Background: an optimization exercise with open tools, aiming at small area. Do not read the settings as production practice. Function was checked by simulation only, so behaviour that the tests miss may differ from the original. No activity file was given, so power comes from the tool's default toggle rates.

### standard.sh
#!/bin/bash
# synth_recipe.tcl (not shown) runs the flow's synth.tcl, then flattens the netlist and writes it again
# the make line also repeats each setting of config.mk as NAME=value (left out here)
make -C /OpenROAD-flow-scripts/flow DESIGN_CONFIG=/design/flow/config.mk WORK_HOME=/design/flow/orfs CLKGATE_MAP_FILE= SYNTH_SCRIPT=/design/flow/synth_recipe.tcl "${@:-finish}"
### constraint.sdc
create_clock -name core_clock -period 10.0 [get_ports {clk}]
set_input_delay 2.0000 -clock core_clock [delete_from_list [all_inputs] [get_ports {clk}]]
set_output_delay 2.0000 -clock core_clock [all_outputs]
set_load 0.01 [all_outputs]
### flow/run.sh
#!/bin/bash
# The standard layout (standard.sh, unchanged synthesis, floorplan, power grid and
# routing), with two layout knobs that ORFS reads from the environment:
#  - the port buffers are the smallest buffer cell instead of the one buffer_ports picks;
#  - clock tree: clkbuf_8 buffers, sink clusters of up to 16 flip-flops within 80 um,
#    no dummy loads;
# make's output goes to standard.log; each ORFS step keeps its own log under orfs/logs/.
set -euo pipefail
export BUFFER_PORTS_ARGS="-buffer_cell sky130_fd_sc_hd__buf_1"
export CTS_ARGS="-sink_clustering_enable -repair_clock_nets -buf_list sky130_fd_sc_hd__clkbuf_8 -sink_clustering_size 16 -sink_clustering_max_diameter 80 -dont_use_dummy_load"
bash standard.sh > standard.log 2>&1
### config.mk
export PLATFORM = sky130hd
export DESIGN_NAME = tg_rx
export DESIGN_NICKNAME = tg_rx
export VERILOG_FILES = /design/flow/design.v
export SDC_FILE = /design/flow/constraint.sdc
export NUM_CORES = 4
export LEC_CHECK = 0
export CAP_MARGIN = 0
export CORE_MARGIN = 2
export CORE_UTILIZATION = 55
export PLACE_DENSITY = 0.7
export SLEW_MARGIN = 0
### design.v
module tg_rx (
    input             clk,
    input             rst,
    input             cfg_ok,
    input      [15:0] own_unit,
    input      [15:0] src_rel,
    input      [15:0] src_zs,
    input      [15:0] src_den,
    input      [4:0]  seq_win,
    input             ms_tick,
    input             in_valid,
    input      [7:0]  in_data,
    input             in_last,
    input             in_net,
    output reg        out_valid,
    output reg [3:0]  out_code,
    output reg [1:0]  out_stream,
    output reg        out_net,
    output reg        out_open,
    output reg        out_match,
    output reg        out_mismatch,
    output reg        out_single,
    output     [31:0] out_seq,
    output     [23:0] out_pl,
    output     [2:0]  synced,
    output     [2:0]  pair_open,
    output reg [2:0]  tmo_single
);
    localparam [3:0] C_OK     = 4'h0,
                     C_CRC    = 4'h1,
                     C_FORMAT = 4'h2,
                     C_ADDR   = 4'h3,
                     C_STREAM = 4'h4,
                     C_BEHIND = 4'h5,
                     C_AHEAD  = 4'h6,
                     C_LATE   = 4'h7;
    localparam [9:0] T_PAIR = 10'h204,    
                     T_SYNC = 10'h2B2;    
    reg [5:0]  cnt;           
    reg [31:0] crc;           
    reg        crc_ok;        
    reg        s_own, s_rel, s_zs, s_den;    
    reg        d_own, d_ff;   
    reg        fmt_ok;        
    reg        h1, h2, h3;    
    reg [31:0] fseq;          
    reg        sq_e, sq_i, sq_q, sq_l, sq_x;
    reg [95:0] body;          
    reg        b_eq;          
    reg [95:0] ring [0:2];    
    reg        ev_pend;       
    reg        ev_len_ok;
    reg        ev_net;
    wire        c_first = (cnt == 6'd0);
    wire [31:0] h = crc | {32{c_first}};
    wire [7:0]  t = h[7:0] ^ in_data;
    wire [31:0] crc_nx;
    wire x8 = t[1] ^ t[6];
    wire x9 = t[2] ^ t[4];
    wire x10 = t[3] ^ t[5];
    wire x11 = t[0] ^ x9;
    wire x12 = t[7] ^ x8;
    wire x13 = x8 ^ x10;
    wire x14 = t[6] ^ t[7];
    wire x15 = t[1] ^ t[3];
    wire x16 = t[2] ^ t[7];
    wire x17 = t[1] ^ x10;
    wire x18 = x9 ^ x10;
    wire x19 = t[2] ^ x12;
    wire x20 = t[4] ^ t[7];
    wire x21 = t[5] ^ x11;
    wire x22 = t[0] ^ t[5];
    wire x23 = t[0] ^ t[3];
    wire x24 = t[2] ^ x8;
    assign crc_nx[0] = h[8] ^ x11 ^ x15;
    assign crc_nx[1] = h[9] ^ x11 ^ x17;
    assign crc_nx[2] = h[10] ^ x9 ^ x13;
    assign crc_nx[3] = h[11] ^ x14 ^ x18;
    assign crc_nx[4] = h[12] ^ t[5] ^ x19;
    assign crc_nx[5] = h[13] ^ t[4] ^ x12;
    assign crc_nx[6] = h[14] ^ x17 ^ x20;
    assign crc_nx[7] = h[15] ^ x13;
    assign crc_nx[8] = h[16] ^ x11 ^ x14;
    assign crc_nx[9] = h[17] ^ t[7] ^ x21;
    assign crc_nx[10] = h[18] ^ t[5] ^ t[6] ^ x9;
    assign crc_nx[11] = h[19] ^ x10 ^ x14;
    assign crc_nx[12] = h[20] ^ t[3] ^ x19;
    assign crc_nx[13] = h[21] ^ t[1] ^ t[7];
    assign crc_nx[14] = h[22] ^ t[4] ^ x15;
    assign crc_nx[15] = h[23] ^ x21;
    assign crc_nx[16] = h[24] ^ t[0] ^ x13;
    assign crc_nx[17] = h[25] ^ x11 ^ x12;
    assign crc_nx[18] = h[26] ^ t[5] ^ x20;
    assign crc_nx[19] = h[27] ^ x11 ^ x13;
    assign crc_nx[20] = h[28] ^ x12 ^ x18;
    assign crc_nx[21] = h[29] ^ x12 ^ x22;
    assign crc_nx[22] = h[30] ^ t[4] ^ x14 ^ x23;
    assign crc_nx[23] = h[31] ^ x10 ^ x16;
    assign crc_nx[24] = x24;
    assign crc_nx[25] = x16 ^ x23;
    assign crc_nx[26] = t[2];
    assign crc_nx[27] = t[3];
    assign crc_nx[28] = t[0] ^ t[4];
    assign crc_nx[29] = t[1] ^ x22;
    assign crc_nx[30] = t[0] ^ x24;
    assign crc_nx[31] = t[0] ^ x15 ^ x16;
    wire hi = ~cnt[0];
    reg [3:0]  mv_left;
    reg [2:0]  mv_s;
    reg        mv_copy;
    wire       mv_xfer = (mv_left != 4'd0) && mv_copy;
    wire       in_body = in_valid && cnt >= 6'd12 && cnt < 6'd24;    
    wire [7:0] top = ({8{h1}} & ring[0][95:88]) | ({8{h2}} & ring[1][95:88]) |
                     ({8{h3}} & ring[2][95:88]);
    reg [7:0] crc_b;
    always @* begin
        case (cnt[1:0])
            2'd0: crc_b = crc[31:24];
            2'd1: crc_b = crc[23:16];
            2'd2: crc_b = crc[15:8];
            default: crc_b = crc[7:0];
        endcase
    end
    reg [31:0]  sseq  [0:2];    
    wire [31:0]  c_sseq  = ({32{h1}} & sseq[0]) | ({32{h2}} & sseq[1]) | ({32{h3}} & sseq[2]);
    reg [7:0] s_b;
    always @* begin
        case (cnt[1:0])
            2'd0: s_b = c_sseq[31:24];
            2'd1: s_b = c_sseq[23:16];
            2'd2: s_b = c_sseq[15:8];
            default: s_b = c_sseq[7:0];
        endcase
    end
    wire [7:0] b_dif  = in_data - s_b;
    wire       b_eq7  = (in_data[6:0] == s_b[6:0]);
    wire       b_eq8  = b_eq7 && (in_data[7] == s_b[7]);
    wire       b_lt7  = (in_data[6:0] < s_b[6:0]);
    wire       b_lt8  = (in_data < s_b);
    wire       b_one  = (in_data == s_b + 8'd1) && (s_b != 8'hFF);
    wire       b_wrap = (in_data == 8'h00) && (s_b == 8'hFF);
    always @(posedge clk) begin
        if (in_valid && cnt < 6'd28)
            crc <= crc_nx;
        if (in_valid && cnt[5:2] == 4'd7)
            crc_ok <= (crc_ok || cnt[1:0] == 2'd0) && (in_data == ~crc_b);
        if (in_valid && cnt[5:1] == 5'd0) begin
            s_own <= (s_own || hi) && (in_data == (hi ? own_unit[15:8] : own_unit[7:0]));
            s_rel <= (s_rel || hi) && (in_data == (hi ? src_rel[15:8]  : src_rel[7:0]));
            s_zs  <= (s_zs  || hi) && (in_data == (hi ? src_zs[15:8]   : src_zs[7:0]));
            s_den <= (s_den || hi) && (in_data == (hi ? src_den[15:8]  : src_den[7:0]));
        end
        if (in_valid && cnt[5:1] == 5'd1) begin
            d_own <= (d_own || hi) && (in_data == (hi ? own_unit[15:8] : own_unit[7:0]));
            d_ff  <= (d_ff  || hi) && (in_data == 8'hFF);
        end
        if (in_valid && cnt == 6'd4) begin
            h1 <= (in_data == 8'd1);
            h2 <= (in_data == 8'd2);
            h3 <= (in_data == 8'd3);
        end
        if (in_valid && cnt == 6'd5)
            fmt_ok <= (in_data == 8'h01);
        if (in_valid && cnt[5:1] == 5'd3)
            fmt_ok <= fmt_ok && (in_data == 8'h00);
        if (in_valid && cnt[5:2] == 4'd2)
            fseq <= {fseq[23:0], in_data};
        if (in_valid && cnt[5:2] == 4'd2) begin
            if (cnt[1:0] == 2'd0) begin
                sq_e <= b_eq8;
                sq_i <= b_one || b_wrap;
                sq_q <= b_eq7;
                sq_l <= b_lt7;
                sq_x <= in_data[7] ^ s_b[7];
            end else if (cnt[1:0] != 2'd3) begin
                sq_e <= sq_e && b_eq8;
                sq_i <= (sq_e && b_one) || (sq_i && b_wrap);
                sq_q <= sq_q && b_eq8;
                sq_l <= sq_l || (sq_q && b_lt8);
            end else begin
                sq_e <= sq_e && b_eq8;
                sq_i <= ((sq_e && !b_lt8) || (sq_i && b_lt8)) &&
                        (b_dif[7:5] == 3'd0) && (b_dif[4:0] != 5'd0) && (b_dif[4:0] <= seq_win);
                sq_l <= sq_x ^ (sq_l || (sq_q && b_lt8));
            end
        end
        if (in_body || ev_pend || mv_xfer)
            body <= {body[87:0], in_data};
        if (in_body)
            b_eq <= (b_eq || cnt == 6'd12) && (in_data == top);
    end
    always @(posedge clk) begin
        if (rst) begin
            cnt     <= 6'd0;
            ev_pend <= 1'b0;
        end else begin
            ev_pend <= in_valid && in_last;
            if (in_valid) begin
                if (in_last)
                    cnt <= 6'd0;
                else if (cnt != 6'd32)
                    cnt <= cnt + 6'd1;
            end
        end
        ev_len_ok <= (cnt == 6'd31);
        ev_net    <= in_net;
    end
    assign out_seq = fseq;
    assign out_pl  = body[71:48];      
    reg         syn   [0:2];
    reg         have  [0:2];    
    reg         popen [0:2];
    reg         pnet  [0:2];
    reg [9:0]   tmr   [0:2];    
    reg [32:0]  img   [0:2];    
    assign synced    = {syn[2], syn[1], syn[0]};
    assign pair_open = {popen[2], popen[1], popen[0]};
    wire [32:0] cur = {d_ff, crc};
    wire [1:0] typ = {h2 | h3, h1 | h3};
    wire         c_syn   = (h1 & syn[0])   | (h2 & syn[1])   | (h3 & syn[2]);
    wire         c_popen = (h1 & popen[0]) | (h2 & popen[1]) | (h3 & popen[2]);
    wire         c_have  = (h1 & have[0])  | (h2 & have[1])  | (h3 & have[2]);
    wire         c_pnet  = (h1 & pnet[0])  | (h2 & pnet[1])  | (h3 & pnet[2]);
    wire [32:0]  c_img   = ({33{h1}} & img[0]) | ({33{h2}} & img[1]) | ({33{h3}} & img[2]);
    wire len_ok = ev_len_ok;
    wire addr_ok = (d_own | d_ff) & ~s_own;
    wire str_ok = cfg_ok & ((h1 & s_rel & (src_rel != 16'd0)) |
                            (h2 & s_zs  & (src_zs  != 16'd0)) |
                            (h3 & s_den & (src_den != 16'd0)));
    wire        zero = sq_e;
    wire        in_w = sq_i;
    wire [31:0] d    = {sq_l, 31'd0};
    wire        other_net = (c_pnet != ev_net);
    reg [3:0] v_code;
    reg [1:0] v_stream;
    reg       v_open, v_complete;
    always @* begin
        v_code     = C_OK;
        v_stream   = typ;
        v_open     = 1'b0;
        v_complete = 1'b0;
        if (!len_ok) begin
            v_code   = C_FORMAT;
            v_stream = 2'd0;
        end else if (!crc_ok) begin
            v_code   = C_CRC;
            v_stream = 2'd0;
        end else if (!fmt_ok) begin
            v_code = C_FORMAT;
        end else if (!addr_ok) begin
            v_code = C_ADDR;
        end else if (!str_ok) begin
            v_code = C_STREAM;
        end else if (c_syn) begin
            if (zero) begin
                if (c_popen && other_net)
                    v_complete = 1'b1;
                else
                    v_code = C_LATE;
            end else if (in_w) begin
                v_open = 1'b1;
            end else if (!d[31]) begin
                v_code = C_AHEAD;
            end else begin
                v_code = C_BEHIND;
            end
        end else begin
            if (c_popen && zero) begin
                if (other_net)
                    v_complete = 1'b1;
                else
                    v_code = C_LATE;
            end else if (!c_popen && c_have && zero) begin
                v_code = C_LATE;
            end else begin
                v_open = 1'b1;
            end
        end
    end
    wire v_match = (c_img == cur) && b_eq;
    wire ev_open     = ev_pend && v_open;
    wire ev_complete = ev_pend && v_complete;
    wire [2:0] hs = {h3, h2, h1};
    integer i;
    always @(posedge clk) begin
        if (rst) begin
            out_valid    <= 1'b0;
            out_open     <= 1'b0;
            out_match    <= 1'b0;
            out_mismatch <= 1'b0;
            out_single   <= 1'b0;
            tmo_single   <= 3'b000;
            for (i = 0; i < 3; i = i + 1) begin
                syn[i]   <= 1'b0;
                have[i]  <= 1'b0;
                popen[i] <= 1'b0;
            end
        end else begin
            out_valid    <= ev_pend;
            out_open     <= ev_open;
            out_match    <= ev_complete && v_match;
            out_mismatch <= ev_complete && !v_match;
            out_single   <= ev_open && c_popen;
            tmo_single   <= 3'b000;
            for (i = 0; i < 3; i = i + 1) begin
                if (hs[i] && ev_open) begin
                    popen[i] <= 1'b1;
                    have[i]  <= 1'b1;
                end else if (hs[i] && ev_complete) begin
                    popen[i] <= 1'b0;
                    if (v_match)
                        syn[i] <= 1'b1;
                end else if (ms_tick) begin
                    if (popen[i] && tmr[i] == T_PAIR) begin
                        popen[i]      <= 1'b0;
                        tmo_single[i] <= 1'b1;
                    end
                    if (syn[i] && tmr[i] == T_SYNC)
                        syn[i] <= 1'b0;
                end
            end
        end
    end
    always @(posedge clk) begin
        for (i = 0; i < 3; i = i + 1) begin
            if (hs[i] && (ev_open || ev_complete)) begin
                tmr[i] <= 10'd0;
                if (v_open) begin
                    pnet[i] <= ev_net;
                    sseq[i] <= fseq;
                    img[i]  <= cur;    
                end
            end else if (ms_tick && (popen[i] || syn[i])) begin
                tmr[i] <= {tmr[i][8:0], ~(tmr[i][9] ^ tmr[i][6])};
            end
        end
    end
    always @(posedge clk) begin
        out_code   <= v_code;
        out_stream <= v_stream;
        out_net    <= ev_net;
    end
    always @(posedge clk) begin
        if (rst) begin
            mv_left <= 4'd0;
        end else if (ev_open) begin
            mv_left <= 4'd11;
            mv_s    <= {h3, h2, h1};
            mv_copy <= 1'b1;
        end else if (in_valid && in_last && cnt >= 6'd12 && cnt < 6'd23) begin
            mv_left <= 4'd7 - cnt[3:0];
            mv_s    <= {h3, h2, h1};
            mv_copy <= 1'b0;
        end else if (mv_left != 4'd0) begin
            mv_left <= mv_left - 4'd1;
        end
    end
    integer r;
    always @(posedge clk) begin
        for (r = 0; r < 3; r = r + 1) begin
            if (ev_open && hs[r])
                ring[r] <= {ring[r][87:0], body[95:88]};
            else if (mv_left != 4'd0 && mv_s[r])
                ring[r] <= {ring[r][87:0], mv_copy ? body[95:88] : ring[r][95:88]};
            else if (in_body && hs[r])
                ring[r] <= {ring[r][87:0], ring[r][95:88]};
        end
    end
endmodule
==> out/qor.yml, run 1 <==
setup_path:
  path_cells: "buf_4 > inv_1 > ha_1 > inv_1 > o22ai_2 > o31ai_2 > xnor2_1 > ha_1 > a31oi_1 > o41ai_4 > a31oi_1 > xnor2_2 > ha_1 > nand3_1 > nor2_1 > a21oi_1 > nor4_1 > nand3_1 > or4_1 > o211ai_1"
  cp.arrival_ps: 6390
  critPathLaunch: "cnt[0]"
  critPathCaptureType: "flip-flop"
  cpMostUsedCell: "ha_1"
  criticalPathCategory: "flip-flop to flip-flop"
  start_kind: "flip-flop"
  r2r-start: "cnt[0]"
  rrSetupSlack_ps: 4090
  crit_required_ps: 10480
  cpPeakStageDelay_ps: 570
  cpLargestDelayFamily: "compound AO/OA/AOI/OAI gates"
  critPathBufInv: 3
  crit_slowest_cell: "buf_4"
  cp_max_fo: 42
cts:
  path_clk_slew_ps: 100
  cts_tree: "built"
  cts_sinks: 733
  cts_buffer_depth: 3
  post_cts_buffers: 0
  cts_hold_buffers: 0
  cts_max_level: 2
  post_cts_resized: 0
  cts_buffers: 52
  clk_latency_ps: 670
  cts_root_buf: "clkbuf_8"
placed_design:
  io_buffers: 159
  place.gp.congestion: 0.9011
  dp_slack_ps: 4201
  dpl.cell_count: 2475
  place_hpwl_um: 37380
floorplanning:
  initial_utilization_pct: 55.43
  core_area_um2: 51090
  num_rows: 83
  die-height_um: 230.9
  num_io_pins: 161
  fp.dieW_um: 230.9
  die-area_um2: 53320
synth:
  synth_seq_area_share_pct: 75.39
  synthCells: 1714
  ys_top_cells_by_count: "edfxtp_1 (667), xnor2_1 (137), nor2_1 (107)"
  synth_edf_count: 667
  synth-seq-cells: 733
  syn-num-nets: 1817
  yosys_warnings: 9
  ys_types: 69
  synth_top_area_share_pct: 70.73
  synthTopCellsByArea: "edfxtp_1 (71%), dfxtp_1 (4.7%), xnor2_1 (4.2%)"
  syn_avg_cell_area_um2: 16.52
  synth_largest_area_cell: "edfxtp_1"
  syn_area_um2: 28320
  synthMostInstantiatedCell: "edfxtp_1"
  synthArstFlopShare_pct: 0
  synthFlopType: "edfxtp_1"
final_layout:
  area_growth_pct: 6.556
  final_cells: 2528
  drive_above_1_share_pct: 7.742
  fin_util_pct: 59.06
  layout.nets: 1952
grt:
  grt_pass1_vias: 14590
  grt_overflow: 0
  grt_max_degree: 97
  grt.met2_usage_pct: 35.29
  use_met1_pct: 30.73
  antenna_found_initial: 3
  grt_first_pass_wirelength_um: 87130
  gr-usage-all-layers_pct: 21.81
  grt-busiest-layer: "met2"
  grtUsageMet3_pct: 3.273
hold_path:
  hp-class: "flip-flop to flip-flop"
  min_from: "ring[1][13]"
sta:
  rsz0062_at_grt: "false"
  slew_headroom_pct: 23.26
  worstMarginPinSlew_ps: 1151
  tns_ps: 0
  max_freq_ghz: 0.1692
  clock-skew-final_ps: 42.00
  final.min_clock_period_ps: 5911
  finalHoldViolCount: 0
  drv_slew: 0
  fin_crit_sh_pct: 59.11
  setup_viol: 0
  worst_slack_ps: 4089
pwr:
  p_sw_share_pct: 25.65
  intPower_uw: 5022
  clock_power_share_pct: 19.7
  switching_power_uw: 1733
  total_leakage_power_uw: 0.009723
  p_comb_share_pct: 13.0
  pwr_density_cell_nw_per_um2: 223.9
  ir_drop_uv: 137.6
  pwr-share-seq_pct: 67.3
  p_total_uw: 6755
flow_run:
  max-cap-violations: 0
route:
  route.detailed.drc: 0
  wl_um: 58560
  wl_per_cell_um: 23.17
  ant_nets: 0
  drt_iter0_drc: 1597
  first_pass_iters: 10
  vias_per_cell: 5.938
  num_vias: 15010
status:
  outcome: "complete, no violations"
==> flip-flops by register name, indices dropped and copies added (netlist names), 4 cells and up <==
register  cells
crc          32
img          99
mv_left       4
ring        288
tmr          30
body         96
sseq         96
fseq         32
cnt           6
==> cells by family after synthesis <==
| group | synth area share [%] |
|---|---|
| fa+ha+maj | 0.8395 |
| other cells | 0.01324 |
| xor+xnor | 6.614 |
| compound gates | 6.203 |
| buf+inv | 2.470 |
| mux | 2.969 |
| flops | 75.39 |
| simple gates | 5.501 |
==> power by group through the flow <==
stage | clock network (uW) | registers [uW] | logic (uW)
finish | 1330 | 4550 | 877
global route | 1480 | 4600 | 964
CTS | 1380 | 4550 | 880
detailed placement | 0 | 4610 | 878
global placement | 0 | 4590 | 863
floorplan | 0 | 4450 | 712
==> area by class of cell <==
cell class	count	area, um2
sequential	733	21350
fill	3893	20920
multi-input combinational	838	6307
tap	680	850.8
timing repair buffer	187	809.5
clock buffer	52	715.7
inverter	37	138.9
antenna	1	2.502
==> worst paths after layout <==
path         cells after the start     endpoint
max                             20         sq_i
min                              0  ring[1][21]
max reg2reg                     20         sq_i
min reg2reg                      0  ring[1][21]
==> stage by stage <==
| stage | area [um2] | hold slack, ps |
|---|---|---|
| floorplan | 28320 | 367.2 |
| detailed placement | 29460 | 404.5 |
| finish | 30180 | 398.5 |
| global route | 30180 | 392.9 |
| CTS | 30170 | 389.5 |
| global placement | 29460 | 400.5 |
==> routing by layer <==
layer / wire (um) / up-vias
met1: 24890 / 7528
li1: - / 6815
met5: 0 / -
met2: 28210 / 558
met3: 3822 / 111
met4: 1634 / 0
==> placed cells by master (no fill, tap or decap), drive strengths merged, types with 4 or more instances in the layout <==
master	netlist	routed
edfxtp	667	667
o21a	5	5
nor4	35	35
nand4	11	11
inv	36	36
mux2i	57	57
nor2	112	112
a41oi	4	4
a211oi	4	4
a31oi	10	10
dfxtp	66	66
nor3	27	27
a21oi	38	38
a222oi	85	85
nor4b	5	5
buf	71	185
mux2	24	24
nand4b	7	7
o31ai	8	8
nor2b	4	4
and2	9	9
nand2	60	60
a21o	5	5
nand3	25	25
o21ai	30	30
or3	4	4
o211ai	10	10
clkbuf	35	54
nand2b	6	6
xor2	51	51
xnor2	147	147
ha	19	19
o22ai	8	8
==> run 2: changes to the inputs <==
--- a/flow/run.sh
+++ b/flow/run.sh
@@ -7,5 +7,5 @@
 # make's output goes to standard.log; each ORFS step keeps its own log under orfs/logs/.
 set -euo pipefail
 export BUFFER_PORTS_ARGS="-buffer_cell sky130_fd_sc_hd__buf_1"
-export CTS_ARGS="-sink_clustering_enable -repair_clock_nets -buf_list sky130_fd_sc_hd__clkbuf_8 -sink_clustering_size 16 -sink_clustering_max_diameter 80 -dont_use_dummy_load"
+export CTS_ARGS="-sink_clustering_enable -repair_clock_nets -buf_list sky130_fd_sc_hd__clkbuf_8 -sink_clustering_size 18 -sink_clustering_max_diameter 80 -dont_use_dummy_load"
 bash standard.sh > standard.log 2>&1
==> out/qor.yml, run 2 <==
setup_path:
  critPathBufInv: 3  # unchanged
  cpLargestDelayFamily: "compound AO/OA/AOI/OAI gates"
  r2r-start: "cnt[0]"
  cp_max_fo: 42  # unchanged
  path_cells: "buf_4 > inv_1 > ha_1 > inv_1 > o22ai_2 > o31ai_2 > xnor2_1 > ha_1 > a31oi_1 > o41ai_4 > a31oi_1 > xnor2_2 > ha_1 > a21oi_1 > a21oi_1 > nor4_1 > nand3_1 > or4_1 > o211ai_1"
  crit_required_ps: 10470  # about the same
  cp.arrival_ps: 6370  # -20 ps
  crit-reg2reg-capture: "sq_i"
  rrSetupSlack_ps: 4100  # about the same
  cp.depth: 19  # -5.0%
  cpPeakStageDelay_ps: 580  # about the same
  reg2regPathDepth: 19  # -5.0%
  critPathCaptureType: "flip-flop"
  cpMostUsedCell: "ha_1"
  start_kind: "flip-flop"
  crit_slowest_cell: "buf_4"
  criticalPathCategory: "flip-flop to flip-flop"
grt:
  antenna_found_initial: 3  # unchanged
  grt_pass1_vias: 14580  # -0.075%
  grt_overflow: 0  # unchanged
  gr-usage-all-layers_pct: 21.75  # -0.060 points
  grt_max_degree: 97  # unchanged
  grt_first_pass_wirelength_um: 86970  # -0.19%
final_layout:
  largest_reg_flops: 288  # unchanged
  post-route-cell-area_um2: 30120  # -0.17%
  drive_above_1_share_pct: 7.542  # -0.20 points
  area_growth_pct: 6.371
  layout.nets: 1948  # -0.20%
  fin_util_pct: 58.96  # -0.10 points
  mostFrequentLayoutCells: "edfxtp_1 (667), buf_1 (157), xnor2_1 (137)"
  top_register: "ring"
  final_common_cell: "edfxtp_1"
  top_regs: "ring (288), img (99)"
route:
  wl_um: 58040  # -0.90%
  drt_iter0_drc: 1662  # +4.1%
  vias_per_cell: 5.914  # -0.41%
  first_pass_iters: 10  # unchanged
  ant_nets: 0  # unchanged
  num_vias: 14930  # -0.53%
  wl_per_cell_um: 22.98  # -0.78%
  route.detailed.drc: 0  # unchanged
placed_design:
  place_hpwl_um: 37380  # unchanged
  dpl_cell_area_um2: 29460  # unchanged
  io_buffers: 159  # unchanged
  place.gp.congestion: 0.9011  # unchanged
sta:
  worstMarginPinSlew_ps: 1140  # -10.95 ps
  finalHoldViolCount: 0  # unchanged
  setup_viol: 0  # unchanged
  clock-skew-final_ps: 82.88  # +40.88 ps
  final.min_clock_period_ps: 5903  # -7.770 ps
  tns_ps: 0  # unchanged
  slew_headroom_pct: 23.99  # +0.73 points
  max_freq_ghz: 0.1694  # +0.13%
  holdWs_ps: 395.3  # -3.166 ps
  rsz0062_at_grt: "false"
  fin_crit_sh_pct: 59.03  # -0.078 points
  drv_slew: 0  # unchanged
synth:
  syn-num-nets: 1817  # unchanged
  synthArstFlopShare_pct: 0  # unchanged
  synthMostInstantiatedCell: "edfxtp_1"
  synthFlopType: "edfxtp_1"
  syn_avg_cell_area_um2: 16.52  # unchanged
  ys_types: 69  # unchanged
  syn_area_um2: 28320  # unchanged
  synth_largest_area_cell: "edfxtp_1"
  synth_top_area_share_pct: 70.73  # unchanged
  synth-seq-cells: 733  # unchanged
  yosys_warnings: 9  # unchanged
  ys_top_cells_by_count: "edfxtp_1 (667), xnor2_1 (137), nor2_1 (107)"
  synth_edf_count: 667  # unchanged
  synth_seq_area_share_pct: 75.39  # unchanged
  synthCells: 1714  # unchanged
  synthTopCellsByArea: "edfxtp_1 (71%), dfxtp_1 (4.7%), xnor2_1 (4.2%)"
cts:
  post_cts_resized: 0  # unchanged
  post_cts_buffers: 0  # unchanged
  path_clk_slew_ps: 110  # about the same
  clk_latency_ps: 670  # about the same
  cts_sinks: 733  # unchanged
  cts_tree: "built"
  cts_max_level: 2  # unchanged
  cts_buffer_depth: 3  # unchanged
  cts_buffers: 48  # -7.7%
  cts_root_buf: "clkbuf_8"
  cts_hold_buffers: 0  # unchanged
pwr:
  p_total_uw: 6695  # -0.89%
  p_sw_share_pct: 25.50  # -0.15 points
  ir_drop_uv: 205.3  # +49%
  p_comb_share_pct: 13.0  # about the same
  intPower_uw: 4988  # -0.69%
  pwr_density_cell_nw_per_um2: 222.2  # -0.72%
  switching_power_uw: 1707  # -1.5%
  total_leakage_power_uw: 0.009694  # -0.30%
  clock_power_share_pct: 19.1  # -0.6 points
  pwr-share-seq_pct: 67.9  # +0.6 points
floorplanning:
  num_rows: 83  # unchanged
  die-height_um: 230.9  # unchanged
  fp.dieW_um: 230.9  # unchanged
  die-area_um2: 53320  # unchanged
  num_io_pins: 161  # unchanged
  initial_utilization_pct: 55.43  # unchanged
  core_area_um2: 51090  # unchanged
flow_run:
  max-cap-violations: 0  # unchanged
hold_path:
  min_delay_worst_endpoint: "ring[1][59]"
  whs_path_depth: 0  # unchanged
  hp-class: "flip-flop to flip-flop"
  min_from: "ring[1][51]"
status:
  outcome: "complete, no violations"
run 2: cell counts after synthesis:
Identical to the previous run, type by type.
run 2: logic make-up (layout without fill, tap and decap cells):
group / count (synthesis) / count (layout) / synth area share [%]
AOI/OAI and AO/OA: 224 / 224 / 6.203
xor gates and xnor gates: 198 / 198 / 6.614
adders and majority gates: 19 / 19 / 0.8395
buffers and inverters: 143 / 272 / 2.470
DFF: 733 / 733 / 75.39
muxes: 81 / 81 / 2.969
other: 1 / 3 / 0.01324
and+or+nand+nor: 315 / 315 / 5.501
run 2: power groups by stage:
stage          logic, uW  clock network (uW)  registers [uW]
2_1_floorplan        712                   0            4450
3_3_place_gp         863                   0            4590
3_5_place_dp         878                   0            4610
4_1_cts              879                1330            4550
5_1_grt              965                1420            4600
6_report             873                1280            4540
run 2: worst max path at each step:
stage,startpoint,to,slack [ps]
final,cnt[0],sq_i,4100
after global placement,src_rel[1],ring[2][74],4350
after global routing,cnt[0],sq_i,3460
after detailed placement,src_rel[1],ring[2][90],4200
after floorplan,in_valid,sq_q,3750
after CTS,cnt[0],sq_i,4110
run 2: cell type report:
type,count,area (um2)
inverter,37,138.9
multi-input combinational,838,6307
fill,3888,20970
clock buffer,48,660.6
tap,680,850.8
antenna,2,5.005
sequential,733,21350
timing repair buffer,187,809.5
run 2: layer usage:
metal / GRT usage (%) / vias to the layer above / part of all wire [%]
met5: 0 / - / 0
met4: 7.601 / 0 / 2.9
met3: 3.063 / 100 / 6.5
met2: 35.09 / 538 / 48
met1: 30.63 / 7501 / 42
li1: - / 6794 / -
run 2: metrics by stage:
| stage | instances | worst slack [ps] |
|---|---|---|
| after floorplan | 1714 | 3747 |
| after global placement | 2475 | 4348 |
| after detailed placement | 2475 | 4201 |
| after CTS | 2523 | 4107 |
| after global routing | 2525 | 3460 |
| final | 2525 | 4097 |
==> run 3: changes to the inputs <==
--- a/flow/run.sh
+++ b/flow/run.sh
@@ -2,7 +2,7 @@
 # The standard layout (standard.sh, unchanged synthesis, floorplan, power grid and
 # routing), with two layout knobs that ORFS reads from the environment:
 #  - the port buffers are the smallest buffer cell instead of the one buffer_ports picks;
-#  - clock tree: clkbuf_8 buffers, sink clusters of up to 16 flip-flops within 80 um,
+#  - clock tree: clkbuf_8 buffers, sink clusters of up to 18 flip-flops within 80 um,
 #    no dummy loads;
 # make's output goes to standard.log; each ORFS step keeps its own log under orfs/logs/.
 set -euo pipefail
==> out/qor.yml, run 3 <==
final_layout:
  largest_reg_flops: 288  # unchanged
  post-route-cell-area_um2: 30120  # unchanged
  mostFrequentLayoutCells: "edfxtp_1 (667), buf_1 (157), xnor2_1 (137)"
  area_growth_pct: 6.371  # unchanged
  top_register: "ring"
  layout.nets: 1948  # unchanged
  drive_above_1_share_pct: 7.542  # unchanged
  nFillCells: 3888  # unchanged
  top_regs: "ring (288), img (99)"
  fin_util_pct: 58.96  # unchanged
  final_common_cell: "edfxtp_1"
placed_design:
  place.gp.congestion: 0.9011  # unchanged
  place_hpwl_um: 37380  # unchanged
  dpl_cell_area_um2: 29460  # unchanged
  io_buffers: 159  # unchanged
pwr:
  ir_drop_uv: 205.3  # unchanged
  pwr_density_cell_nw_per_um2: 222.2  # unchanged
  total_leakage_power_uw: 0.009694  # unchanged
  p_total_uw: 6695  # unchanged
sta:
  slew_headroom_pct: 23.99  # unchanged
  finalHoldViolCount: 0  # unchanged
  final.min_clock_period_ps: 5903  # unchanged
  holdWs_ps: 395.3  # unchanged
  max_freq_ghz: 0.1694  # unchanged
  drv_slew: 0  # unchanged
  tns_ps: 0  # unchanged
  fin_crit_sh_pct: 59.03  # unchanged
  clock-skew-final_ps: 82.88  # unchanged
  worstMarginPinSlew_ps: 1140  # unchanged
  rsz0062_at_grt: "false"
  setup_viol: 0  # unchanged
synth:
  synthTopCellsByArea: "edfxtp_1 (71%), dfxtp_1 (4.7%), xnor2_1 (4.2%)"
  synth-seq-cells: 733  # unchanged
  syn_avg_cell_area_um2: 16.52  # unchanged
  ys_top_cells_by_count: "edfxtp_1 (667), xnor2_1 (137), nor2_1 (107)"
  ys_types: 69  # unchanged
  synth_edf_count: 667  # unchanged
  synthFlopType: "edfxtp_1"
  synthCells: 1714  # unchanged
  synth_seq_area_share_pct: 75.39  # unchanged
  synth_largest_area_cell: "edfxtp_1"
  syn-num-nets: 1817  # unchanged
  syn_area_um2: 28320  # unchanged
  synthArstFlopShare_pct: 0  # unchanged
  yosys_warnings: 9  # unchanged
  synth_top_area_share_pct: 70.73  # unchanged
  synthMostInstantiatedCell: "edfxtp_1"
floorplanning:
  initial_utilization_pct: 55.43  # unchanged
  fp.dieW_um: 230.9  # unchanged
  num_io_pins: 161  # unchanged
  core_area_um2: 51090  # unchanged
  die-area_um2: 53320  # unchanged
  num_rows: 83  # unchanged
  die-height_um: 230.9  # unchanged
grt:
  antenna_found_initial: 3  # unchanged
  grt_first_pass_wirelength_um: 86970  # unchanged
  grt_max_degree: 97  # unchanged
  grt_overflow: 0  # unchanged
  grt_pass1_vias: 14580  # unchanged
  gr-usage-all-layers_pct: 21.75  # unchanged
setup_path:
  cp.arrival_ps: 6370  # about the same
  start_kind: "flip-flop"
  crit_required_ps: 10470  # about the same
  critPathCaptureType: "flip-flop"
  cp_max_fo: 42  # unchanged
  criticalPathCategory: "flip-flop to flip-flop"
cts:
  post_cts_resized: 0  # unchanged
  cts_tree: "built"
  clk_latency_ps: 670  # about the same
  cts_root_buf: "clkbuf_8"
  post_cts_buffers: 0  # unchanged
  cts_buffer_depth: 3  # unchanged
  cts_sinks: 733  # unchanged
  cts_max_level: 2  # unchanged
  path_clk_slew_ps: 110  # about the same
  cts_hold_buffers: 0  # unchanged
  cts_buffers: 48  # unchanged
route:
  drt_iter0_drc: 1662  # unchanged
  vias_per_cell: 5.914  # unchanged
  wl_per_cell_um: 22.98  # unchanged
  num_vias: 14930  # unchanged
  ant_nets: 0  # unchanged
  wl_um: 58040  # unchanged
  first_pass_iters: 10  # unchanged
  route.detailed.drc: 0  # unchanged
flow_run:
  max-cap-violations: 0  # unchanged
status:
  outcome: "complete, no violations"
hold_path:
  hp-class: "flip-flop to flip-flop"
## run 3: cell counts after synthesis
No cell type changed its count.
## run 3: cells by family after synthesis
logic type                 synth area share (%)
xor gates and xnor gates                  6.614
AOI/OAI and AO/OA                         6.203
other                                   0.01324
muxes                                     2.969
and+or+nand+nor                           5.501
DFF                                       75.39
buffers and inverters                     2.470
adders and majority gates                0.8395
## run 3: final cells by class
type	count	area [um2]	area share, %
flip-flops and latches	733	21350	70.88
inverters	37	138.9	0.4610
multi-input cells	838	6307	20.94
repair buffers	187	809.5	2.687
clock buffers	48	660.6	2.193
diodes	2	5.005	0.01661
well taps	680	850.8	2.824
## run 3: layer usage
layer | routed length (um) | GRT usage (%) | share of wire [%] | vias to the layer above
met3 | 3789 | 3.063 | 6.5 | 100
met2 | 28110 | 35.09 | 48 | 538
li1 | - | - | - | 6794
met1 | 24450 | 30.63 | 42 | 7501
met4 | 1683 | 7.601 | 2.9 | 0
met5 | 0 | 0 | 0 | -
## run 3: worst paths after layout
kind | from | endpoint | slack (ps) | cells past startpoint
worst max register to register | cnt[0] | sq_i | 4100 | 19
worst min register to register | ring[1][51] | ring[1][59] | 400 | 0
worst max-delay path | cnt[0] | sq_i | 4100 | 19
worst min-delay path | ring[1][51] | ring[1][59] | 400 | 0
## run 3: through the flow
stage / setup slack (ps) / std cells
floorplan: 3747 / 1714
global placement: 4348 / 2475
detailed placement: 4201 / 2475
CTS: 4107 / 2523
global route: 3460 / 2525
finish: 4097 / 2525
## run 3: worst max-delay path, cell delays in order (launching register included)
cell,delay [ps]
dfxtp_2,330
buf_4,580
inv_1,230
ha_1,510
inv_1,510
o22ai_2,210
o31ai_2,470
xnor2_1,160
ha_1,230
a31oi_1,260
o41ai_4,180
a31oi_1,380
xnor2_2,170
ha_1,280
a21oi_1,150
a21oi_1,100
nor4_1,180
nand3_1,100
or4_1,480
o211ai_1,180
## run 3: report_power, final
part	total (uW)	switching, uW	leakage [uW]	internal, uW
clock	1280	846	0.000345	433
sequential	4540	329	0.00677	4210
combinational	873	532	0.00258	341
==> run 4: changes to the inputs <==
--- a/design.v
+++ b/design.v
@@ -46,8 +46,11 @@
     reg [31:0] fseq;          
     reg        sq_e, sq_i, sq_q, sq_l, sq_x;
     reg [95:0] body;          
-    reg        b_eq;          
     reg [95:0] ring [0:2];    
+    reg [3:0]  ph;            
+    reg [2:0]  cw;            
+    reg        b_eq;          
+    reg [23:0] pl;            
     reg        ev_pend;       
     reg        ev_len_ok;
     reg        ev_net;
@@ -107,11 +110,12 @@
     wire hi = ~cnt[0];
     reg [3:0]  mv_left;
     reg [2:0]  mv_s;
-    reg        mv_copy;
-    wire       mv_xfer = (mv_left != 4'd0) && mv_copy;
     wire       in_body = in_valid && cnt >= 6'd12 && cnt < 6'd24;    
-    wire [7:0] top = ({8{h1}} & ring[0][95:88]) | ({8{h2}} & ring[1][95:88]) |
-                     ({8{h3}} & ring[2][95:88]);
+    wire [15:0] r06 = ({16{h1}} & {ring[0][95:88], ring[0][47:40]}) |
+                      ({16{h2}} & {ring[1][95:88], ring[1][47:40]}) |
+                      ({16{h3}} & {ring[2][95:88], ring[2][47:40]});
+    wire [4:0] wp5 = {1'b0, cnt[3:0] - 4'd12} + 5'd11 - {1'b0, ph};
+    wire [3:0] wp  = (wp5 >= 5'd12) ? wp5[3:0] - 4'd12 : wp5[3:0];
     reg [7:0] crc_b;
     always @* begin
         case (cnt[1:0])
@@ -184,10 +188,25 @@
                 sq_l <= sq_x ^ (sq_l || (sq_q && b_lt8));
             end
         end
-        if (in_body || ev_pend || mv_xfer)
-            body <= {body[87:0], in_data};
-        if (in_body)
-            b_eq <= (b_eq || cnt == 6'd12) && (in_data == top);
+        if (in_valid && cnt >= 6'd16 && cnt < 6'd19)
+            pl <= {pl[15:0], in_data};
+        if (in_valid && cnt == 6'd23) begin
+            cw   <= 3'd6;
+            b_eq <= 1'b1;
+        end else if (cw != 3'd0) begin
+            cw   <= cw - 3'd1;
+            b_eq <= b_eq && ({body[95:88], body[47:40]} == r06);
+        end
+    end
+    integer p;
+    always @(posedge clk) begin
+        ph <= (rst || ph == 4'd11) ? 4'd0 : ph + 4'd1;
+        for (p = 0; p < 12; p = p + 1) begin
+            if (in_body && wp == p[3:0])
+                body[95-8*p -: 8] <= in_data;
+            else
+                body[95-8*p -: 8] <= (p == 11) ? body[95:88] : body[87-8*p -: 8];
+        end
     end
     always @(posedge clk) begin
         if (rst) begin
@@ -206,7 +225,7 @@
         ev_net    <= in_net;
     end
     assign out_seq = fseq;
-    assign out_pl  = body[71:48];      
+    assign out_pl  = pl;
     reg         syn   [0:2];
     reg         have  [0:2];    
     reg         popen [0:2];
@@ -346,24 +365,15 @@
         end else if (ev_open) begin
             mv_left <= 4'd11;
             mv_s    <= {h3, h2, h1};
-            mv_copy <= 1'b1;
-        end else if (in_valid && in_last && cnt >= 6'd12 && cnt < 6'd23) begin
-            mv_left <= 4'd7 - cnt[3:0];
-            mv_s    <= {h3, h2, h1};
-            mv_copy <= 1'b0;
         end else if (mv_left != 4'd0) begin
             mv_left <= mv_left - 4'd1;
         end
     end
     integer r;
     always @(posedge clk) begin
-        for (r = 0; r < 3; r = r + 1) begin
-            if (ev_open && hs[r])
-                ring[r] <= {ring[r][87:0], body[95:88]};
-            else if (mv_left != 4'd0 && mv_s[r])
-                ring[r] <= {ring[r][87:0], mv_copy ? body[95:88] : ring[r][95:88]};
-            else if (in_body && hs[r])
-                ring[r] <= {ring[r][87:0], ring[r][95:88]};
-        end
+        for (r = 0; r < 3; r = r + 1)
+            ring[r] <= {ring[r][87:0],
+                        ((ev_open && hs[r]) || (mv_left != 4'd0 && mv_s[r])) ? body[95:88]
+                                                                             : ring[r][95:88]};
     end
 endmodule
==> out/qor.yml, run 4 <==
floorplanning:
  num_rows: 81  # -2.4%
  core_area_um2: 48650  # -4.8%
  fp.dieW_um: 225.5  # -2.3%
  initial_utilization_pct: 55.47  # about the same
  die-height_um: 225.5  # -2.3%
  num_io_pins: 161  # unchanged
  die-area_um2: 50850  # -4.6%
final_layout:
  area_growth_pct: 6.482
  final_cells: 2679  # +6.1%
  largest_reg_flops: 288  # unchanged
  mostFrequentLayoutCells: "dfxtp_1 (457), edfxtp_1 (305), xnor2_1 (158)"
  layout.nets: 2176  # +12%
  drive_above_1_share_pct: 11.39  # +3.8 points
  top_regs: "ring (288), img (99)"
  top_register: "ring"
  fin_util_pct: 59.07  # +0.11 points
  final_common_cell: "dfxtp_1"
sta:
  final.min_clock_period_ps: 5230  # -673.2 ps
  worstMarginPinSlew_ps: 1082  # -58.45 ps
  finalHoldViolCount: 0  # unchanged
  setup_viol: 0  # unchanged
  holdWs_ps: 327.2  # -68.15 ps
  rsz0062_at_grt: "false"
  max_freq_ghz: 0.1912  # +13%
  slew_headroom_pct: 27.88  # +3.9 points
  fin_crit_sh_pct: 52.30  # -6.7 points
  tns_ps: 0  # unchanged
  drv_slew: 0  # unchanged
  clock-skew-final_ps: 62.57  # -20.32 ps
grt:
  grt_overflow: 0  # unchanged
  grt_pass1_vias: 15530  # +6.5%
  antenna_found_initial: 3  # unchanged
  gr-usage-all-layers_pct: 22.81  # +1.1 points
  grt_first_pass_wirelength_um: 88540  # +1.8%
  grt_max_degree: 70  # -28%
pwr:
  p_total_uw: 5383  # -20%
  p_comb_share_pct: 10.7  # -2.3 points
  switching_power_uw: 1312  # -23%
  clock_power_share_pct: 24.2  # +5.1 points
  ir_drop_uv: 163.8  # -20%
  total_leakage_power_uw: 0.01048  # +8.1%
  intPower_uw: 4071  # -18%
  pwr-share-seq_pct: 65.1  # -2.8 points
  p_sw_share_pct: 24.37  # -1.1 points
  pwr_density_cell_nw_per_um2: 187.3  # -16%
cts:
  cts_max_level: 2  # unchanged
  path_clk_slew_ps: 110  # about the same
  cts_buffer_depth: 3  # unchanged
  cts_root_buf: "clkbuf_8"
  clk_latency_ps: 680  # about the same
  cts_sinks: 763  # +4.1%
  cts_tree: "built"
  post_cts_buffers: 0  # unchanged
  cts_buffers: 48  # unchanged
  post_cts_resized: 0  # unchanged
  cts_hold_buffers: 0  # unchanged
route:
  wl_per_cell_um: 21.69  # -5.6%
  drt_iter0_drc: 1487  # -11%
  vias_per_cell: 5.765  # -2.5%
  route.detailed.drc: 0  # unchanged
  wl_um: 58100  # +0.11%
  ant_nets: 0  # unchanged
  first_pass_iters: 9  # -1
  num_vias: 15450  # +3.4%
synth:
  synthMostInstantiatedCell: "dfxtp_1"
  synthTopCellsByArea: "dfxtp_1 (34%), edfxtp_1 (34%), xnor2_1 (5.1%)"
  ys_types: 82  # +19%
  synth_seq_area_share_pct: 67.92  # -7.5 points
  syn-num-nets: 2035  # +12%
  ys_top_cells_by_count: "dfxtp_1 (458), edfxtp_1 (305), xnor2_1 (158)"
  synth-seq-cells: 763  # +4.1%
  synth_top_area_share_pct: 33.98  # -37 points
  synthCells: 1916  # +12%
  synth_largest_area_cell: "dfxtp_1"
  syn_area_um2: 26990  # -4.7%
  synth_edf_count: 305  # -54%
  synthArstFlopShare_pct: 0  # unchanged
  syn_avg_cell_area_um2: 14.08  # -15%
  yosys_warnings: 9  # unchanged
  synthFlopType: "dfxtp_1"
setup_path:
  crit-reg2reg-capture: "sq_i"
  start_kind: "flip-flop"
  r2r-start: "cnt[0]"
  cp_max_fo: 45  # +7.1%
  crit_required_ps: 10410  # -60 ps
  cp.arrival_ps: 5640  # -730 ps
  critPathCaptureType: "flip-flop"
  reg2regPathDepth: 22  # +3
  criticalPathCategory: "flip-flop to flip-flop"
  rrSetupSlack_ps: 4770  # +670 ps
flow_run:
  max-cap-violations: 0  # unchanged
placed_design:
  io_buffers: 159  # unchanged
  dpl.cell_count: 2629  # +6.2%
  place_hpwl_um: 37880  # +1.4%
  place.gp.congestion: 0.9219  # +2.3%
hold_path:
  min_from: "ring[2][86]"
  whs_path_depth: 0  # unchanged
  hp-class: "flip-flop to flip-flop"
  min_delay_worst_endpoint: "ring[2][94]"
status:
  outcome: "complete, no violations"
-- run 4: cell count changes in the layout (fill, tap and decap cells not counted), sizes merged, moves of 15 or more --
cell    previous run  this run
nand2             60        75
xnor2            147       165
mux2              24       117
ha                19        34
dfxtp             66       458
edfxtp           667       305
nor2             112       128
-- run 4: final cells by class --
cell class                 instances  area, um2
antenna                            2      5.005
clock buffer                      48      660.6
fill                            3885      19910
inverter                          46      172.7
multi-input combinational       1012       7984
sequential                       763      18330
tap                              622      778.2
timing repair buffer             186      805.8
-- run 4: metal layers --
| metal | global-route usage (%) | up-vias | wire (um) |
|---|---|---|---|
| li1 | - | 7202 | - |
| met1 | 30.50 | 7685 | 24840 |
| met2 | 37.79 | 448 | 27990 |
| met3 | 3.403 | 106 | 3412 |
| met4 | 8.631 | 4 | 1834 |
| met5 | 0 | - | 19 |
-- run 4: how the worst max path moves through the flow --
stage | start | endpoint | slack, ps | depth (start not counted)
floorplan | in_data[0] | sq_i | 4800 | 19
global placement | in_data[0] | sq_i | 4510 | 19
detailed placement | in_data[0] | sq_i | 4420 | 19
CTS | cnt[0] | sq_i | 4860 | 22
global route | cnt[0] | sq_i | 4380 | 22
finish | cnt[0] | sq_i | 4770 | 22
-- run 4: cell families after synthesis --
family          Yosys count  synth area share [%]
xor+xnor                213                 7.289
buf+inv                 141                 2.522
compound gates          231                 6.881
other cells               1               0.01390
flops                   763                 67.92
fa+ha+maj                36                 1.688
simple gates            353                 6.547
mux                     178                 7.145
-- run 4: worst max-delay path: stages (launching register included) --
cell and delay (ps):
dfxtp_2 330, buf_4 510, ha_1 620, clkinv_1 450, o21ai_0 250, o21ai_0 170, inv_1 120, ha_1 150
inv_1 60, ha_1 180, a41oi_1 170, o21ai_1 210, a21o_1 230, a21oi_1 170, xnor2_1 170, ha_1 280
and3_1 180, nand3_1 100, nand2_1 60, o21ai_0 170, a211oi_1 80, o311a_1 110, a211o_1 220
-- run 4: power by group through the flow --
stage | Clock [uW] | Combinational (uW) | Sequential [uW]
finish | 1300 | 575 | 3500
global placement | 0 | 553 | 3570
CTS | 1340 | 572 | 3500
global route | 1440 | 625 | 3520
floorplan | 0 | 474 | 3500
detailed placement | 0 | 567 | 3580
-- run 4: through the flow --
stage          setup slack, ps  area (um2)
4_1_cts                   4862       28730
5_1_grt                   4376       28730
2_1_floorplan             4804       26990
3_5_place_dp              4417       28070
3_3_place_gp              4506       28070
6_report                  4770       28740
==> run 5: changes to the inputs <==
--- a/design.v
+++ b/design.v
@@ -48,7 +48,6 @@
     reg [95:0] body;          
     reg [95:0] ring [0:2];    
     reg [3:0]  ph;            
-    reg [2:0]  cw;            
     reg        b_eq;          
     reg [23:0] pl;            
     reg        ev_pend;       
@@ -128,8 +127,9 @@
     reg [31:0]  sseq  [0:2];    
     wire [31:0]  c_sseq  = ({32{h1}} & sseq[0]) | ({32{h2}} & sseq[1]) | ({32{h3}} & sseq[2]);
     reg [7:0] s_b;
+    wire [1:0] s_q = cnt[1:0] - ph[1:0];
     always @* begin
-        case (cnt[1:0])
+        case (s_q)
             2'd0: s_b = c_sseq[31:24];
             2'd1: s_b = c_sseq[23:16];
             2'd2: s_b = c_sseq[15:8];
@@ -190,13 +190,10 @@
         end
         if (in_valid && cnt >= 6'd16 && cnt < 6'd19)
             pl <= {pl[15:0], in_data};
-        if (in_valid && cnt == 6'd23) begin
-            cw   <= 3'd6;
+        if (in_valid && cnt == 6'd23)
             b_eq <= 1'b1;
-        end else if (cw != 3'd0) begin
-            cw   <= cw - 3'd1;
+        else
             b_eq <= b_eq && ({body[95:88], body[47:40]} == r06);
-        end
     end
     integer p;
     always @(posedge clk) begin
@@ -346,7 +343,6 @@
                 tmr[i] <= 10'd0;
                 if (v_open) begin
                     pnet[i] <= ev_net;
-                    sseq[i] <= fseq;
                     img[i]  <= cur;    
                 end
             end else if (ms_tick && (popen[i] || syn[i])) begin
@@ -376,4 +372,20 @@
                         ((ev_open && hs[r]) || (mv_left != 4'd0 && mv_s[r])) ? body[95:88]
                                                                              : ring[r][95:88]};
     end
+    reg [7:0] f_ins;
+    always @* begin
+        case (ph[1:0])
+            2'd0: f_ins = fseq[31:24];
+            2'd1: f_ins = fseq[23:16];
+            2'd2: f_ins = fseq[15:8];
+            default: f_ins = fseq[7:0];
+        endcase
+    end
+    integer m;
+    always @(posedge clk) begin
+        for (m = 0; m < 3; m = m + 1)
+            sseq[m] <= {sseq[m][23:0],
+                        ((ev_open && hs[m]) || (mv_left >= 4'd9 && mv_s[m])) ? f_ins
+                                                                           : sseq[m][31:24]};
+    end
 endmodule
==> flow/run.sh (replaced) <==
#!/bin/bash
# The standard layout (standard.sh, unchanged synthesis, floorplan, power grid and
# routing), with two layout knobs that ORFS reads from the environment:
#  - the port buffers are the smallest buffer cell instead of the one buffer_ports picks;
#  - clock tree: clkbuf_8 buffers, sink clusters of up to 16 flip-flops within 80 um,
#    no dummy loads;
# make's output goes to standard.log; each ORFS step keeps its own log under orfs/logs/.
set -euo pipefail
export BUFFER_PORTS_ARGS="-buffer_cell sky130_fd_sc_hd__buf_1"
export CTS_ARGS="-sink_clustering_enable -repair_clock_nets -buf_list sky130_fd_sc_hd__clkbuf_8 -sink_clustering_size 16 -sink_clustering_max_diameter 80 -dont_use_dummy_load"
bash standard.sh > standard.log 2>&1
==> out/qor.yml, run 5 <==
status:
  outcome: "complete, no violations"
final_layout:
  largest_reg_flops: 288  # unchanged
  final_common_cell: "dfxtp_1"
  area_growth_pct: 6.900
  fin_util_pct: 59.68  # +0.61 points
  mostFrequentLayoutCells: "dfxtp_1 (550), edfxtp_1 (209), buf_1 (153)"
  top_register: "ring"
  post-route-cell-area_um2: 28550  # -0.63%
  layout.nets: 2276  # +4.6%
  top_regs: "ring (288), img (99)"
  drive_above_1_share_pct: 12.31  # +0.92 points
synth:
  syn_area_um2: 26710  # -1.0%
  synthMostInstantiatedCell: "dfxtp_1"
  ys_types: 79  # -3.7%
  synth-seq-cells: 760  # -0.39%
  synthTopCellsByArea: "dfxtp_1 (41%), edfxtp_1 (23%), mux2_2 (5.9%)"
  synthArstFlopShare_pct: 0  # unchanged
  synth_top_area_share_pct: 41.29  # +7.3 points
  synthCells: 2022  # +5.5%
  syn_avg_cell_area_um2: 13.21  # -6.2%
  syn-num-nets: 2143  # +5.3%
  ys_top_cells_by_count: "dfxtp_1 (551), edfxtp_1 (209), xnor2_1 (143)"
  yosys_warnings: 9  # unchanged
  synth_seq_area_share_pct: 64.79  # -3.1 points
  synth_largest_area_cell: "dfxtp_1"
  synthFlopType: "dfxtp_1"
  synth_edf_count: 209  # -31%
pwr:
  total_leakage_power_uw: 0.01061  # +1.3%
  ir_drop_uv: 135.3  # -17%
  pwr_density_cell_nw_per_um2: 193.6  # +3.4%
placed_design:
  place.gp.congestion: 0.8627  # -6.4%
  dp_slack_ps: 4527  # +110.4 ps
  io_buffers: 159  # unchanged
  place_hpwl_um: 39270  # +3.7%
  dpl_cell_area_um2: 27820  # -0.89%
sta:
  setup_viol: 0  # unchanged
  finalHoldViolCount: 0  # unchanged
  rsz0062_at_grt: "false"
  fin_crit_sh_pct: 49.95  # -2.3 points
  tns_ps: 0  # unchanged
  final.min_clock_period_ps: 4995  # -234.5 ps
  worst_slack_ps: 5005  # +234.5 ps
  slew_headroom_pct: 35.59  # +7.7 points
  max_freq_ghz: 0.2002  # +4.7%
  drv_slew: 0  # unchanged
  clock-skew-final_ps: 78.77  # +16.20 ps
  holdWs_ps: 285.7  # -41.48 ps
  worstMarginPinSlew_ps: 966.2  # -115.5 ps
route:
  drt_iter0_drc: 1598  # +7.5%
  wl_per_cell_um: 21.35  # -1.5%
  ant_nets: 0  # unchanged
  num_vias: 16110  # +4.3%
  route.detailed.drc: 0  # unchanged
  wl_um: 59150  # +1.8%
  first_pass_iters: 7  # -2
  vias_per_cell: 5.816  # +0.89%
grt:
  antenna_found_initial: 1  # -2
  gr-usage-all-layers_pct: 23.24  # +0.43 points
  grt_max_degree: 75  # +7.1%
  grt_pass1_vias: 15750  # +1.4%
  grt_first_pass_wirelength_um: 90110  # +1.8%
  grt_overflow: 0  # unchanged
cts:
  clk_latency_ps: 700  # +20 ps
  cts_tree: "built"
  post_cts_buffers: 0  # unchanged
  cts_root_buf: "clkbuf_8"
  cts_buffer_depth: 3  # unchanged
  path_clk_slew_ps: 110  # about the same
  cts_hold_buffers: 0  # unchanged
  post_cts_resized: 0  # unchanged
  cts_sinks: 760  # -0.39%
  cts_max_level: 2  # unchanged
  cts_buffers: 53  # +10%
setup_path:
  cpMostUsedCell: "o21a_1"
  criticalPathCategory: "flip-flop to flip-flop"
  crit_slowest_cell: "dfxtp_1"
  path_cells: "ha_1 > buf_4 > xnor2_2 > mux2i_1 > or3_1 > o21a_1 > inv_2 > ha_1 > o21a_1 > o21ai_1 > o21bai_1 > a221o_1 > o21a_1 > o311ai_0 > a41oi_1 > o21ai_1"
  critPathCaptureType: "flip-flop"
  cp.arrival_ps: 5520  # -120 ps
  cp_max_fo: 22  # -51%
  cpPeakStageDelay_ps: 580  # -40 ps
  crit_required_ps: 10520  # +110 ps
  start_kind: "flip-flop"
floorplanning:
  core_area_um2: 47850  # -1.6%
  die-height_um: 224.4  # -0.50%
  fp.dieW_um: 224.4  # -0.50%
  die-area_um2: 50350  # -1.0%
  num_rows: 80  # -1.2%
  num_io_pins: 161  # unchanged
  initial_utilization_pct: 55.83  # +0.36 points
flow_run:
  max-cap-violations: 0  # unchanged
hold_path:
  hp-class: "flip-flop to flip-flop"
-- run 5: changes by cell type in the layout (fill, tap and decap cells not counted), sizes merged, moves of 7 or more --
cell,change
a21oi,+13
and2,+7
xnor2,-15
mux2i,+15
edfxtp,-96
dfxtp,+93
a222oi,-10
a221oi,+11
o21ai,+7
nor3,+9
mux2,+25
a22oi,+9
-- run 5: final timing paths --
path	from	endpoint	slack, ps	cells after the start
max	cnt[1]	sq_i	5000	16
min reg2reg	ring[2][30]	ring[2][38]	290	0
max reg2reg	cnt[1]	sq_i	5000	16
min	ring[2][30]	ring[2][38]	290	0
-- run 5: cells by family after synthesis --
family	Yosys count	synth area share [%]
mux	218	8.834
buf+inv	155	2.506
xor+xnor	205	7.232
simple gates	370	6.764
fa+ha+maj	37	1.761
compound gates	276	8.099
flops	760	64.79
other cells	1	0.01404
-- run 5: layer usage --
metal	share of wire (%)	vias to the layer above	track usage, %
met5	0	-	0
met4	2.9	0	7.776
met3	6.6	96	3.527
met2	46	591	37.56
met1	45	7905	32.24
li1	-	7519	-
-- run 5: worst max-delay path, delay by kind of cell (launching register included) --
kind | cells | cell delay [ps]
compound gates | 9 | 2030
mux | 1 | 210
xor+xnor | 1 | 550
buf+inv | 2 | 390
flops | 1 | 580
fa+ha+maj | 2 | 680
simple gates | 1 | 410
-- run 5: layout make-up --
| type | instances | area (um2) |
|---|---|---|
| fillers | 3845 | 19290 |
| flip-flops and latches | 760 | 17310 |
| multi-input cells | 1107 | 8760 |
| repair buffers | 186 | 807.0 |
| well taps | 615 | 769.5 |
| clock buffers | 53 | 729.5 |
| inverters | 47 | 176.4 |
| diodes | 2 | 5.005 |
-- run 5: per-stage QoR --
stage,total power (uW),cells
detailed placement,4231,2715
finish,5529,2770
floorplan,4024,2022
global route,5741,2769
global placement,4209,2715
CTS,5565,2768
-- run 5: report_power, final --
| group | switching (uW) | leakage (uW) | internal [uW] |
|---|---|---|---|
| clock | 885 | 0.000381 | 475 |
| sequential | 146 | 0.00637 | 3320 |
| combinational | 384 | 0.00386 | 319 |
| total | 1410 | 0.0106 | 4110 |
==> run 6: changes to the inputs <==
--- a/design.v
+++ b/design.v
@@ -45,6 +45,8 @@
     reg        h1, h2, h3;    
     reg [31:0] fseq;          
     reg        sq_e, sq_i, sq_q, sq_l, sq_x;
+    reg        sq_go;         
+    reg        sq_on;         
     reg [95:0] body;          
     reg [95:0] ring [0:2];    
     reg [3:0]  ph;            
@@ -125,24 +127,24 @@
         endcase
     end
     reg [31:0]  sseq  [0:2];    
-    wire [31:0]  c_sseq  = ({32{h1}} & sseq[0]) | ({32{h2}} & sseq[1]) | ({32{h3}} & sseq[2]);
-    reg [7:0] s_b;
-    wire [1:0] s_q = cnt[1:0] - ph[1:0];
+    reg  [7:0] f_ins;
     always @* begin
-        case (s_q)
-            2'd0: s_b = c_sseq[31:24];
-            2'd1: s_b = c_sseq[23:16];
-            2'd2: s_b = c_sseq[15:8];
-            default: s_b = c_sseq[7:0];
+        case (ph[1:0])
+            2'd0: f_ins = fseq[31:24];
+            2'd1: f_ins = fseq[23:16];
+            2'd2: f_ins = fseq[15:8];
+            default: f_ins = fseq[7:0];
         endcase
     end
-    wire [7:0] b_dif  = in_data - s_b;
-    wire       b_eq7  = (in_data[6:0] == s_b[6:0]);
-    wire       b_eq8  = b_eq7 && (in_data[7] == s_b[7]);
-    wire       b_lt7  = (in_data[6:0] < s_b[6:0]);
-    wire       b_lt8  = (in_data < s_b);
-    wire       b_one  = (in_data == s_b + 8'd1) && (s_b != 8'hFF);
-    wire       b_wrap = (in_data == 8'h00) && (s_b == 8'hFF);
+    wire [7:0] s_b = ({8{h1}} & sseq[0][31:24]) | ({8{h2}} & sseq[1][31:24]) |
+                     ({8{h3}} & sseq[2][31:24]);
+    wire [7:0] b_dif  = f_ins - s_b;
+    wire       b_eq7  = (f_ins[6:0] == s_b[6:0]);
+    wire       b_eq8  = b_eq7 && (f_ins[7] == s_b[7]);
+    wire       b_lt7  = (f_ins[6:0] < s_b[6:0]);
+    wire       b_lt8  = (f_ins < s_b);
+    wire       b_one  = (f_ins == s_b + 8'd1) && (s_b != 8'hFF);
+    wire       b_wrap = (f_ins == 8'h00) && (s_b == 8'hFF);
     always @(posedge clk) begin
         if (in_valid && cnt < 6'd28)
             crc <= crc_nx;
@@ -169,14 +171,19 @@
             fmt_ok <= fmt_ok && (in_data == 8'h00);
         if (in_valid && cnt[5:2] == 4'd2)
             fseq <= {fseq[23:0], in_data};
-        if (in_valid && cnt[5:2] == 4'd2) begin
-            if (cnt[1:0] == 2'd0) begin
+        if (in_valid && cnt == 6'd11)
+            sq_go <= 1'b1;
+        else if (sq_go && ph[1:0] == 2'd0)
+            sq_go <= 1'b0;
+        sq_on <= (sq_go && ph[1:0] == 2'd0) || (sq_on && ph[1:0] != 2'd3);
+        if ((sq_go && ph[1:0] == 2'd0) || sq_on) begin
+            if (ph[1:0] == 2'd0) begin
                 sq_e <= b_eq8;
                 sq_i <= b_one || b_wrap;
                 sq_q <= b_eq7;
                 sq_l <= b_lt7;
-                sq_x <= in_data[7] ^ s_b[7];
-            end else if (cnt[1:0] != 2'd3) begin
+                sq_x <= f_ins[7] ^ s_b[7];
+            end else if (ph[1:0] != 2'd3) begin
                 sq_e <= sq_e && b_eq8;
                 sq_i <= (sq_e && b_one) || (sq_i && b_wrap);
                 sq_q <= sq_q && b_eq8;
@@ -372,15 +379,6 @@
                         ((ev_open && hs[r]) || (mv_left != 4'd0 && mv_s[r])) ? body[95:88]
                                                                              : ring[r][95:88]};
     end
-    reg [7:0] f_ins;
-    always @* begin
-        case (ph[1:0])
-            2'd0: f_ins = fseq[31:24];
-            2'd1: f_ins = fseq[23:16];
-            2'd2: f_ins = fseq[15:8];
-            default: f_ins = fseq[7:0];
-        endcase
-    end
     integer m;
     always @(posedge clk) begin
         for (m = 0; m < 3; m = m + 1)
==> out/qor.yml, run 6 <==
synth:
  syn_avg_cell_area_um2: 13.62  # +3.1%
  synth-seq-cells: 762  # +0.26%
  ys_top_cells_by_count: "dfxtp_1 (553), edfxtp_1 (209), xnor2_1 (148)"
  synth_top_area_share_pct: 42.55  # +1.3 points
  yosys_warnings: 9  # unchanged
  synthCells: 1910  # -5.5%
  ys_types: 70  # -11%
  syn_area_um2: 26020  # -2.6%
  synth_edf_count: 209  # unchanged
  synthArstFlopShare_pct: 0  # unchanged
  syn-num-nets: 2030  # -5.3%
  synthTopCellsByArea: "dfxtp_1 (43%), edfxtp_1 (24%), mux2_2 (6.1%)"
  synth_seq_area_share_pct: 66.67  # +1.9 points
grt:
  grt_overflow: 0  # unchanged
  grt_pass1_vias: 15050  # -4.4%
  gr-usage-all-layers_pct: 22.75  # -0.49 points
  grt_max_degree: 62  # -17%
  antenna_found_initial: 3  # +2
sta:
  clock-skew-final_ps: 70.79  # -7.982 ps
  worst_slack_ps: 4844  # -160.4 ps
  drv_slew: 0  # unchanged
  finalHoldViolCount: 0  # unchanged
  tns_ps: 0  # unchanged
  fin_crit_sh_pct: 51.56  # +1.6 points
  setup_viol: 0  # unchanged
cts:
  post_cts_resized: 0  # unchanged
  path_clk_slew_ps: 110  # about the same
  clk_latency_ps: 680  # -20 ps
  cts_buffer_depth: 3  # unchanged
  cts_tree: "built"
  cts_root_buf: "clkbuf_8"
  cts_sinks: 762  # +0.26%
placed_design:
  dpl.cell_count: 2603  # -4.1%
  io_buffers: 159  # unchanged
  dp_slack_ps: 4850  # +322.0 ps
  place.gp.congestion: 0.8678  # +0.59%
route:
  vias_per_cell: 5.645  # -2.9%
  drt_iter0_drc: 1357  # -15%
  route.detailed.drc: 0  # unchanged
  wl_per_cell_um: 20.89  # -2.2%
  wl_um: 55530  # -6.1%
final_layout:
  final_common_cell: "dfxtp_1"
  nFillCells: 3711  # -3.5%
  final_cells: 2658  # -4.0%
  post-route-cell-area_um2: 27860  # -2.4%
  top_regs: "ring (288), img (99)"
  largest_reg_flops: 288  # unchanged
  regArea_um2: 17350  # +0.23%
  mostFrequentLayoutCells: "dfxtp_1 (552), edfxtp_1 (209), buf_1 (155)"
  multi_input_area_um2: 8129  # -7.2%
setup_path:
  cpMostUsedCell: "ha_1"
  crit-reg2reg-capture: "sq_i"
  r2r-start: "ph[0]"
  crit_slowest_cell: "ha_1"
  start_kind: "flip-flop"
  critPathLaunch: "ph[0]"
  criticalPathCategory: "flip-flop to flip-flop"
  crit_required_ps: 10520  # about the same
  critPathCaptureType: "flip-flop"
  path_cells: "inv_1 > ha_1 > a222oi_1 > a21oi_1 > xnor2_1 > ha_1 > or2_2 > o221ai_1 > a21boi_0 > or3_1 > and2_1 > ha_1 > mux2i_1 > a21oi_1 > or4_1 > or4_1 > o211ai_1"
  rrSetupSlack_ps: 4840  # -160 ps
  cp_max_fo: 19  # -14%
pwr:
  total_leakage_power_uw: 0.01038  # -2.2%
  pwr_density_cell_nw_per_um2: 194.9  # +0.68%
  ir_drop_uv: 146.6  # +8.3%
floorplanning:
  num_io_pins: 161  # unchanged
  die-height_um: 221.5  # -1.3%
  fp.dieW_um: 221.5  # -1.3%
  core_area_um2: 46650  # -2.5%
  initial_utilization_pct: 55.77  # -0.058 points
status:
  outcome: "complete, no violations"
## run 6: cell count changes in the layout (fill, tap and decap cells not counted), sizes merged, moves of 7 or more
cell / before / now
o21ai: 45 / 27
nand2: 75 / 60
mux2i: 76 / 63
a221oi: 12 / 0
inv: 47 / 35
a22oi: 13 / 3
a21oi: 49 / 42
and3: 11 / 4
nand3: 17 / 10
nor2b: 6 / 13
nor4: 36 / 43
## run 6: cell type report
class / count / area share, %
flip-flops and latches: 762 / 62.27
multi-input cells: 1019 / 29.18
well taps: 607 / 2.726
repair buffers: 179 / 2.699
clock buffers: 53 / 2.618
inverters: 36 / 0.4851
diodes: 2 / 0.01797
## run 6: worst min-delay path by stage
stage	startpoint	end	slack [ps]	depth (start not counted)
after global placement	ring[0][56]	ring[0][64]	310	0
after global routing	ring[1][33]	ring[1][41]	300	0
after detailed placement	sseq[0][10]	sseq[0][18]	310	0
final	ring[0][10]	ring[0][18]	300	0
after CTS	ring[1][33]	ring[1][41]	290	0
after floorplan	ring[0][2]	ring[0][10]	310	0
## run 6: layer usage
metal,vias up,GRT usage [%],wire [um]
li1,7071,-,-
met1,7351,32.30,25300
met2,474,35.21,24570
met3,106,4.214,4013
met4,2,8.021,1629
met5,-,0,13
## run 6: kinds of logic after synthesis
kind of cell	after synthesis	synth area share, %
and+or+nand+nor	353	6.857
xor gates and xnor gates	212	7.338
DFF	762	66.67
adders and majority gates	36	1.760
other	1	0.01441
AOI/OAI and AO/OA	209	6.482
muxes	208	8.699
buffers and inverters	129	2.183
## run 6: report_power, final
part | total [uW] | switching, uW | internal (uW)
combinational | 622 | 337 | 285
clock | 1350 | 872 | 475
sequential | 3460 | 161 | 3300
total | 5430 | 1370 | 4060
## run 6: per-stage QoR
step / hold slack [ps] / power, uW / utilization (%)
floorplan: 309.6 / 3944 / -
global placement: 309.8 / 4127 / 58.14
detailed placement: 312.1 / 4149 / 58.14
CTS: 286.3 / 5471 / 59.70
global route: 300.6 / 5656 / 59.71
finish: 297.5 / 5430 / 59.71

Setup slack of run 6, layout unchanged: 4.844 ns with ideal ports, 4.844 ns with driving cells assumed (clock clkbuf_16, inputs buf_2), 4.844 ns with port delays also shifted by the 0.698 ns mid clock arrival.
